Background: an optimization exercise with open tools, aiming at small area, a short achievable clock period and few clock cycles per item. Do not read the settings as production practice.
At most, simulation tests tie the RTL to the original design; equivalence was not proved.
Power figures rest on the tool's default switching activity, not on a simulated workload.

==> try-nickel: inputs <==
==> flow/design.v (excerpt) <==
module qmx_unit (
    input  wire        clk,
    input  wire        rst_n,       
    input  wire        in_valid,
    output wire        in_ready,
    input  wire [31:0] in_data,     
    input  wire        in_act,      
    input  wire [3:0]  in_fmt,      
    input  wire        in_rz,       
    output wire        out_valid,
    input  wire        out_ready,
    output wire [31:0] out_word,    
    output wire        out_we       
);
==> flow/config.mk <==
export PLATFORM = sky130hd
export DESIGN_NAME = qmx_unit
export DESIGN_NICKNAME = qmx_unit
export VERILOG_FILES = /design/flow/design.v
export SDC_FILE = /design/flow/constraint.sdc
export NUM_CORES = 4
export LEC_CHECK = 0
export CAP_MARGIN = 20
export CORE_MARGIN = 2
export CORE_UTILIZATION = 40
export CTS_CLUSTER_DIAMETER = 120
export CTS_CLUSTER_SIZE = 28
export SLEW_MARGIN = 20
==> flow/constraint.sdc <==
create_clock -name core_clock -period 18.0 [get_ports {clk}]
set_input_delay 3.6000 -clock core_clock [delete_from_list [all_inputs] [get_ports {clk}]]
set_output_delay 3.6000 -clock core_clock [all_outputs]
set_load 0.01 [all_outputs]
standard.sh (not shown) runs the stock make flow with config.mk's settings and CLKGATE_MAP_FILE= SYNTH_SCRIPT=/design/flow/synth_recipe.tcl, a recipe that flattens the netlist after the stock synthesis.
==> flow/flow/run.sh <==
#!/bin/bash
set -euo pipefail
export BUFFER_PORTS_ARGS="-buffer_cell sky130_fd_sc_hd__buf_2"
export SETUP_SLACK_MARGIN=$(cat flow/setup_margin)
bash standard.sh > standard.log 2>&1
==> flow/flow/setup_margin <==
13.2
==> try-harbor (differences from try-nickel) <==
--- a/flow/design.v
+++ b/flow/design.v
@@ -126,39 +126,39 @@
                     g[i] = g[i] | (p[i] & g[i-s]);
                     p[i] = p[i] & p[i-s];
                 end
             gt9 = (x[9] ^ y[9]) ^ g[8];         
         end
     endfunction
     reg  [4:0]  ph;                 
-    reg  [4:0]  q;                  
+    reg  [4:0]  in_lane;            
     reg         in_rdy;             
     reg         d_v;                
     reg  [31:0] d_x;
     reg         d_act;
     reg  [2:0]  w_f;                
     reg         w_rz;
     reg  [17:0] ring [0:31];
     reg         full;               
-    reg  [4:0]  ol;                 
-    reg  [4:0]  olm;                
+    reg  [4:0]  out_lane;
     reg         pend;               
     reg  [2:0]  i_f;  reg i_rz;  reg [7:0] i_ex;  reg i_nan, i_inf;    
     reg  [5:0]  o_fh; reg o_rz;  reg [8:0] o_mx;  reg o_nan, o_inf;    
     reg         s_v;
     reg  [17:0] s_e;
     reg         o_v;
     reg         o_we;
     reg  [19:0] o_w;
     assign in_ready  = in_rdy;
     assign out_valid = o_v;
     assign out_we    = o_we;
     assign out_word  = {12'd0, o_w};
-    wire        d_first = (q == 5'd0);
-    wire        d_last  = (q == 5'd31);
+    wire [4:0]  d_lane  = in_lane - 5'd1;
+    wire        d_first = (d_lane == 5'd0);
+    wire        d_last  = (d_lane == 5'd31);
     wire [7:0]  ex   = d_x[30:23];
     wire [22:0] man  = d_x[22:0];
     wire        nrmx = (ex != 8'd0);
     wire        fin  = (ex != 8'hFF);
     wire        val  = d_act && fin && (nrmx || man != 23'd0);   
     wire [31:0] m32  = {9'd0, man};
     wire        h16  = |m32[31:16];
@@ -223,25 +223,23 @@
             3'b001:  w_emax = 4'd15;
             3'b010:  w_emax = 4'd4;
             3'b011:  w_emax = 4'd2;
             3'b100:  w_emax = 4'd2;
             default: w_emax = 4'd0;
         endcase
     end
-    wire       at        = (ph == q);                   
-    wire       e_ol_q    = (ol == q);
-    wire       e_olm_q   = (olm == q);
-    wire       e_ph1_q   = (ph + 5'd1 == q);
-    wire       wr        = d_v && at && !(full && e_ol_q) && !(d_first && pend);
+    wire       at        = (ph == in_lane);             
+    wire       slot_free = !(full && (out_lane <= d_lane));
+    wire       wr        = d_v && at && slot_free && !(d_first && pend);
     wire       in_fire   = in_valid && in_rdy;
     wire       d_load    = !d_v || wr;
     wire       done      = wr && d_last;                
     wire       o_take    = !o_v || out_ready;           
     wire       s_take    = !s_v || o_take;              
-    wire       rd_pre    = (full && (ph == olm)) || done;
+    wire       rd_pre    = (full && (ph == out_lane)) || done;
     wire       rd        = rd_pre && s_take;
     wire [7:0] i_base    = d_first ? {4'd0, w_emax} : i_ex;
     wire       d_gt      = (d_exk > i_base);
     wire [7:0] n_ex      = d_gt ? d_exk : i_base;
     wire [8:0] n_mx1     = d_gt ? ({1'b0, d_exk} + 9'd24) : ({1'b0, i_base} + 9'd24);
     wire       n_nan     = d_nan || (!d_first && i_nan);
     wire       n_inf     = d_inf || (!d_first && i_inf);
@@ -252,58 +250,56 @@
             3'b010:  fdec = 6'b000100;      
             3'b011:  fdec = 6'b001000;      
             3'b100:  fdec = 6'b010000;      
             default: fdec = 6'b100000;      
         endcase
     endfunction
     wire       sw        = (done || pend) && s_take;
-    wire       xf        = !full || !e_olm_q;
-    wire       xb        = !full || !e_ol_q;
-    wire       f_t       = done || xf || rd_pre;
-    wire       f_f       = !done && xf && !(d_last && pend);
-    wire       b_t       = e_ph1_q && (!d_v || xb || rd_pre);
-    wire       b_f       = e_ph1_q && (!d_v || (xb && !(d_first && pend)));
+    wire [4:0] ol_inc    = out_lane + 5'd1;
+    wire       full_t    = done ? 1'b1 : (rd_pre && out_lane == 5'd31) ? 1'b0 : full;
+    wire       full_f    = done ? 1'b1 : full;
+    wire [4:0] ol_t      = done ? 5'd1 : rd_pre ? ol_inc : out_lane;
+    wire [4:0] ol_f      = done ? 5'd0 : out_lane;
+    wire       pend_f    = done || pend;
+    wire       at1       = (ph + 5'd1 == in_lane);
+    wire       dv_keep   = d_v && !wr;
+    wire       f_t       = (!full_t || ol_t > in_lane);
+    wire       f_f       = (!full_f || ol_f > in_lane) && !(in_lane == 5'd0 && pend_f);
+    wire       b_t       = at1 && (!dv_keep || !full_t || ol_t > d_lane);
+    wire       b_f       = at1 && (!dv_keep || ((!full_f || ol_f > d_lane) && !(d_first && pend_f)));
     wire       rdy_n     = in_fire ? (s_take ? f_t : f_f) : (s_take ? b_t : b_f);
     always @(posedge clk) begin
         if (!rst_n) begin
-            ph       <= 5'd31;
-            q        <= 5'd31;
+            ph       <= 5'd0;
+            in_lane  <= 5'd0;
             in_rdy   <= 1'b1;
             d_v      <= 1'b0;
             full     <= 1'b0;
-            ol       <= 5'd0;
-            olm      <= 5'd31;
+            out_lane <= 5'd0;
             pend     <= 1'b0;
             s_v      <= 1'b0;
             o_v      <= 1'b0;
         end else begin
             ph       <= ph + 5'd1;
-            if (in_fire) q <= q + 5'd1;
+            if (in_fire) in_lane <= in_lane + 5'd1;
             in_rdy   <= rdy_n;
-            d_v      <= in_fire || (d_v && !wr);
-            if (done) begin
-                full <= 1'b1;
-                ol   <= {4'd0, rd};
-                olm  <= rd ? 5'd0 : 5'd31;
-            end else if (rd) begin
-                if (olm == 5'd30) full <= 1'b0;
-                ol   <= ol + 5'd1;
-                olm  <= olm + 5'd1;
-            end
-            pend     <= (done || pend) && !s_take;
+            d_v      <= in_fire || dv_keep;
+            full     <= s_take ? full_t : full_f;
+            out_lane <= s_take ? ol_t : ol_f;
+            pend     <= pend_f && !s_take;
             if (s_take) s_v <= rd_pre;
             if (o_take) o_v <= s_v;
         end
     end
     always @(posedge clk) begin
         if (d_load) begin
             d_x   <= in_data;
             d_act <= in_act;
         end
-        if (in_fire && q == 5'd31) begin
+        if (in_fire && in_lane == 5'd0) begin
             w_f  <= {in_fmt[3], in_fmt[1:0]};
             w_rz <= in_rz;
         end
     end
     integer r;
     always @(posedge clk) begin
         ring[0] <= wr ? d_ent : ring[31];
- CTS_CLUSTER_DIAMETER: 120 -> not set
- CTS_CLUSTER_SIZE: 28 -> not set
==> try-lagoon (differences from try-nickel) <==
--- a/flow/design.v
+++ b/flow/design.v
@@ -1,12 +1,12 @@
 module qmx_lane (
     input  wire [17:0] ent,
     input  wire [5:0]  fh,         
     input  wire        rz,
-    input  wire [8:0]  mx1,
+    input  wire [8:0]  mxs,
     input  wire        nan_blk,    
     input  wire        inf_blk,    
     output wire        we,
     output wire [19:0] word        
 );
     function [9:0] sub9(input [8:0] a, input [8:0] b);
         reg [9:0] x, y, g, p, c;
@@ -43,19 +43,19 @@
     wire       f43 = fh[0], f52 = fh[1], f32 = fh[2], f23 = fh[3], f21 = fh[4];
     wire       is_int = fh[5];
     wire       m1  = f21;                   
     wire       m2  = f52 || f32;            
     wire       m3  = f43 || f23;            
     wire [4:0] negc1  = ({5{f43}} & 5'd19) | ({5{f52}} & 5'd4) | ({5{f32}} & 5'd27)
                       | ({5{f23 | f21}} & 5'd31) | ({5{is_int}} & 5'd1);
-    wire [7:0] cb     = ({8{f43}} & 8'd32) | ({8{f52}} & 8'd39) | ({8{f32}} & 8'd28)
-                      | ({8{f23 | f21}} & 8'd26) | ({8{is_int}} & 8'd24);
+    wire [7:0] cb     = ({8{f43}} & 8'd27) | ({8{f52}} & 8'd19) | ({8{f32}} & 8'd31)
+                      | ({8{f23 | f21 | is_int}} & 8'd33);
     wire [6:0] maxmag = ({7{f43}} & 7'h7E) | ({7{f52}} & 7'h7B) | ({7{f32 | f23}} & 7'h1F)
                       | ({7{f21}} & 7'h07);
-    wire [9:0] sh   = sub9(mx1, L);
+    wire [9:0] sh   = sub9(mxs, L);
     wire       shn  = sh[9];                        
     wire       nrm  = !is_int && (shn || sh[8:1] == 8'd0);
     wire       far  = !shn && (sh[8:4] != 5'd0);    
     wire [3:0] s4   = sh[3:0];
     wire [7:0] X    = ({8{is_int}} & {1'b1, F[7:1]})
                     | ({8{m1}} & {5'd0, 1'b1, F[1:0]})
                     | ({8{m2}} & {4'd0, 1'b1, F[2:0]})
@@ -74,29 +74,27 @@
     wire [7:0] n1   = inc8(n);
     wire [4:0] smag = up ? n1[4:0] : n[4:0];
     wire [2:0] mb   = ({3{m1}} & {2'd0, F[1]}) | ({3{m2}} & {1'b0, F[2:1]}) | ({3{m3}} & F[3:1]);
     wire       un   = F[5];
     wire       tov  = F[6];
     wire [3:0] mbr  = {1'b0, mb} + {3'd0, un};
     wire       cy   = (m1 && mbr[1]) || (m2 && mbr[2]) || (m3 && mbr[3]);
-    wire [4:0] E0   = L[4:0] - mx1[4:0] + 5'd2;
-    wire [4:0] E1   = L[4:0] - mx1[4:0] + 5'd3;
-    wire [4:0] E    = cy ? E1 : E0;
+    wire [4:0] E    = L[4:0] - mxs[4:0] + 5'd2 + {4'd0, cy};
     wire [6:0] nmag = ({7{m1}} & {1'b0, E, mbr[0]}) | ({7{m2}} & {E, mbr[1:0]})
                     | ({7{m3}} & {E[3:0], mbr[2:0]});
     wire       top  = (sh[4:0] == negc1);           
     wire       fovf = nrm && top && tov;
     wire [6:0] fmag = fovf ? maxmag : nrm ? nmag : {2'd0, smag};
     wire [7:0] felem = ({8{f32 | f23}} & {2'b00, sgn, fmag[4:0]})
                      | ({8{f21}} & {4'd0, sgn, fmag[2:0]})
                      | ({8{f43 | f52}} & {sgn, fmag});
     wire       clamp = is_int ? iovf : (fovf && !rz);
     wire [7:0] elem  = is_int ? ielem : felem;
     wire       lost  = (L != 9'd0) && !nrm && (n == 8'd0) && !up;
-    wire [7:0] code  = mx1[7:0] - cb;
+    wire [7:0] code  = mxs[7:0] - cb;
     wire       spec  = nan_blk || inf_blk;
     assign we   = (L != 9'h1FF);
     assign word = spec ? {2'b00, inf_blk && !nan_blk, nan_blk, 8'hFF, 8'h00}
                        : {clamp, lost, 2'b00, code, elem};
 endmodule
 module qmx_unit (
     input  wire        clk,
@@ -156,44 +154,47 @@
     wire        d_first = (q == 5'd0);
     wire        d_last  = (q == 5'd31);
     wire [7:0]  ex   = d_x[30:23];
     wire [22:0] man  = d_x[22:0];
     wire        nrmx = (ex != 8'd0);
     wire        fin  = (ex != 8'hFF);
     wire        val  = d_act && fin && (nrmx || man != 23'd0);   
-    wire [31:0] m32  = {9'd0, man};
-    wire        h16  = |m32[31:16];
-    wire [15:0] m16  = h16 ? m32[31:16] : m32[15:0];
-    wire        h8   = |m16[15:8];
-    wire [7:0]  m8   = h8 ? m16[15:8] : m16[7:0];
-    wire        h4   = |m8[7:4];
-    wire [3:0]  m4   = h4 ? m8[7:4] : m8[3:0];
-    wire        h2   = |m4[3:2];
-    wire [1:0]  m2   = h2 ? m4[3:2] : m4[1:0];
-    wire [4:0]  pos  = {h16, h8, h4, h2, m2[1]};            
-    wire [31:0] sm   = m32 << (~pos);
-    wire [6:0]  fr   = nrmx ? man[22:16] : sm[30:24];
-    wire        stk  = nrmx ? (|man[15:0]) : (|sm[23:0]);
+    wire        z16  = (man[22:7] == 16'd0);
+    wire [22:0] v1   = z16 ? {man[6:0], 16'd0} : man;                   
+    wire        z8   = (v1[22:15] == 8'd0);
+    wire [14:0] v2   = z8 ? v1[14:0] : v1[22:8];                         
+    wire        t2   = z8 ? 1'b0 : (|v1[7:0]);
+    wire        z4   = (v2[14:11] == 4'd0);
+    wire [10:0] v3   = z4 ? v2[10:0] : v2[14:4];                         
+    wire        t3   = t2 | (z4 ? 1'b0 : (|v2[3:0]));
+    wire        z2   = (v3[10:9] == 2'd0);
+    wire [8:0]  v4   = z2 ? v3[8:0] : v3[10:2];                          
+    wire        t4   = t3 | (z2 ? 1'b0 : (|v3[1:0]));
+    wire        z1   = !v4[8];
+    wire [7:0]  v5   = z1 ? v4[7:0] : v4[8:1];                           
+    wire        t5   = t4 | (z1 ? 1'b0 : v4[0]);
+    wire [4:0]  lz   = {z16, z8, z4, z2, z1};
+    wire [6:0]  fr   = nrmx ? man[22:16] : v5[6:0];
+    wire        stk  = nrmx ? (|man[15:0]) : t5;
     wire [2:0]  wf   = w_f;
     wire        wrz  = w_rz;
-    reg  [4:0]  wc;                 
     reg  [1:0]  wm;
     reg         wint, w43;
     always @* begin
         wint = 1'b0; w43 = 1'b0;
         case (wf)
-            3'b000:  begin wc = 5'd14; wm = 2'd3; w43 = 1'b1; end
-            3'b001:  begin wc = 5'd29; wm = 2'd2; end
-            3'b010:  begin wc = 5'd6;  wm = 2'd2; end
-            3'b011:  begin wc = 5'd2;  wm = 2'd3; end
-            3'b100:  begin wc = 5'd2;  wm = 2'd1; end
-            default: begin wc = 5'd0;  wm = 2'd3; wint = 1'b1; end
+            3'b000:  begin wm = 2'd3; w43 = 1'b1; end
+            3'b001:  begin wm = 2'd2; end
+            3'b010:  begin wm = 2'd2; end
+            3'b011:  begin wm = 2'd3; end
+            3'b100:  begin wm = 2'd1; end
+            default: begin wm = 2'd3; wint = 1'b1; end
         endcase
     end
-    wire [8:0]  lgc  = nrmx ? ({1'b0, ex} + {4'd0, wc} + 9'd23) : ({4'd0, pos} + {4'd0, wc} + 9'd1);
+    wire [8:0]  lgc  = nrmx ? ({1'b0, ex} + 9'd32) : (9'd32 - {4'd0, lz});
     reg  [2:0]  w_mb;
     reg         w_g0, w_s0;
     always @* begin
         case (wm)
             2'd1:    begin w_mb = {2'd0, fr[6]};  w_g0 = fr[5]; w_s0 = (|fr[4:0]) | stk; end
             2'd2:    begin w_mb = {1'b0, fr[6:5]}; w_g0 = fr[4]; w_s0 = (|fr[3:0]) | stk; end
             default: begin w_mb = fr[6:4];        w_g0 = fr[3]; w_s0 = (|fr[2:0]) | stk; end
@@ -238,15 +239,37 @@
     wire       o_take    = !o_v || out_ready;           
     wire       s_take    = !s_v || o_take;              
     wire       rd_pre    = (full && (ph == olm)) || done;
     wire       rd        = rd_pre && s_take;
     wire [7:0] i_base    = d_first ? {4'd0, w_emax} : i_ex;
     wire       d_gt      = (d_exk > i_base);
     wire [7:0] n_ex      = d_gt ? d_exk : i_base;
-    wire [8:0] n_mx1     = d_gt ? ({1'b0, d_exk} + 9'd24) : ({1'b0, i_base} + 9'd24);
+    reg  [5:0] w_k;
+    always @* begin
+        case (wf)
+            3'b000:  w_k = 6'd19;
+            3'b001:  w_k = 6'd4;
+            3'b010:  w_k = 6'd27;
+            3'b011:  w_k = 6'd31;
+            3'b100:  w_k = 6'd31;
+            default: w_k = 6'd33;
+        endcase
+    end
+    reg  [5:0] i_k;
+    always @* begin
+        case (i_f)
+            3'b000:  i_k = 6'd19;
+            3'b001:  i_k = 6'd4;
+            3'b010:  i_k = 6'd27;
+            3'b011:  i_k = 6'd31;
+            3'b100:  i_k = 6'd31;
+            default: i_k = 6'd33;
+        endcase
+    end
+    wire [8:0] n_mx1     = d_gt ? ({1'b0, d_exk} + {3'd0, w_k}) : ({1'b0, i_base} + {3'd0, w_k});
     wire       n_nan     = d_nan || (!d_first && i_nan);
     wire       n_inf     = d_inf || (!d_first && i_inf);
     function [5:0] fdec(input [2:0] ff);
         case (ff)
             3'b000:  fdec = 6'b000001;      
             3'b001:  fdec = 6'b000010;      
             3'b010:  fdec = 6'b000100;      
@@ -314,25 +337,25 @@
         if (wr) begin
             i_f <= wf;  i_rz <= wrz;  i_ex <= n_ex;  i_nan <= n_nan;  i_inf <= n_inf;
         end
         if (sw) begin
             if (done) begin
                 o_fh <= fdec(wf);  o_rz <= wrz;  o_mx <= n_mx1;  o_nan <= n_nan;  o_inf <= n_inf;
             end else begin
-                o_fh <= fdec(i_f); o_rz <= i_rz; o_mx <= {1'b0, i_ex} + 9'd24;  o_nan <= i_nan;  o_inf <= i_inf;
+                o_fh <= fdec(i_f); o_rz <= i_rz; o_mx <= {1'b0, i_ex} + {3'd0, i_k};  o_nan <= i_nan;  o_inf <= i_inf;
             end
         end
     end
     wire        l_we;
     wire [19:0] l_w;
     qmx_lane u_lane (
         .ent     (s_e),
         .fh      (o_fh),
         .rz      (o_rz),
-        .mx1     (o_mx),
+        .mxs     (o_mx),
         .nan_blk (o_nan),
         .inf_blk (o_inf),
         .we      (l_we),
         .word    (l_w)
     );
     always @(posedge clk) begin
         if (s_take) s_e <= ring[30];
- ABC_AREA: not set -> 1
- CTS_CLUSTER_DIAMETER: 120 -> 100
- CTS_CLUSTER_SIZE: 28 -> 24
==> summary.txt <==
                                                                     try-nickel    try-lagoon    try-harbor
Power density of the placed cells                                  117.6 nW/µm²  118.5 nW/µm²  139.4 nW/µm²
Global routing met1 resource utilization                                 21.90%        20.82%        22.49%
Setup Fix Bufs, Post-CTS                                                     14             5            37
Leakage power summed over all cells                                    9.792 nW      10.12 nW      10.99 nW
Clk power                                                                747 µW        859 µW       1.38 mW
Final min period                                                       4.752 ns      4.734 ns      4.757 ns
Run status                                             timing/DRC/antenna clean  timing/DRC/antenna clean  timing/DRC/antenna clean
Area taken by flip-flops and latches                                  15300 µm²     15300 µm²     15200 µm²
Crit path to                                                       out_word[16]  out_word[14]  out_word[11]
Fraction of post-synthesis cell area in the top cell type by area        53.19%        55.55%        51.67%
Latest clock arrival within the worst-skew pair                         0.60 ns       0.58 ns       0.61 ns
Mux share of post-synthesis cell area                                    2.098%       0.1384%        2.283%
Multi-input logic area                                                 6874 µm²      5577 µm²      7650 µm²
Worst hold slack                                                      0.3277 ns     0.3199 ns     0.3153 ns
Testbench counts of try-harbor, summed over its fixed seeds: cycles 33,040, blocks 1,024.
Testbench counts of try-lagoon, summed over its fixed seeds: cycles 33,040, blocks 1,024.
The RTL of try-nickel was laid out without a check of its function.

## static timing again, ports no longer ideal
No port has a modelled driver above. Below, the same layouts with a new extraction and two added sets of constraints. Step 1 (the two cells are an assumption about what drives the block):
set clk [get_ports {clk}]
set_driving_cell -lib_cell sky130_fd_sc_hd__clkbuf_16 $clk
set_driving_cell -lib_cell sky130_fd_sc_hd__buf_2 [delete_from_list [all_inputs] $clk]
Step 2 moves the port delays by t, midway between the first and last clock arrival at a register: inputs arrive t later, outputs are due t later. That takes back most of the time a late clock gives input paths. Three values: ideal ports, drivers, drivers and shift; two values: the first two.
| run | t (ns) | slack for setup (ns) | worst hold slack (ns) | clock arrival spread, ns | slew at the worst register clock pin (ns) |
|---|---|---|---|---|---|
| try-nickel | 0.647 | 13.248 / 13.190 / 12.719 | 0.328 / 0.328 / 0.328 | 0.027 / 0.027 | 0.12 / 0.12 |
| try-harbor | 0.641 | 13.243 / 13.188 / 12.736 | 0.315 / 0.315 / 0.315 | 0.046 / 0.046 | 0.07 / 0.07 |
| try-lagoon | 0.628 | 13.266 / 13.211 / 12.758 | 0.320 / 0.320 / 0.320 | 0.020 / 0.020 | 0.09 / 0.09 |
After both steps every run listed still meets setup and hold. The setup slack of try-nickel, which loses most, moves by -0.058 ns with the drivers and by -0.529 ns with both steps.
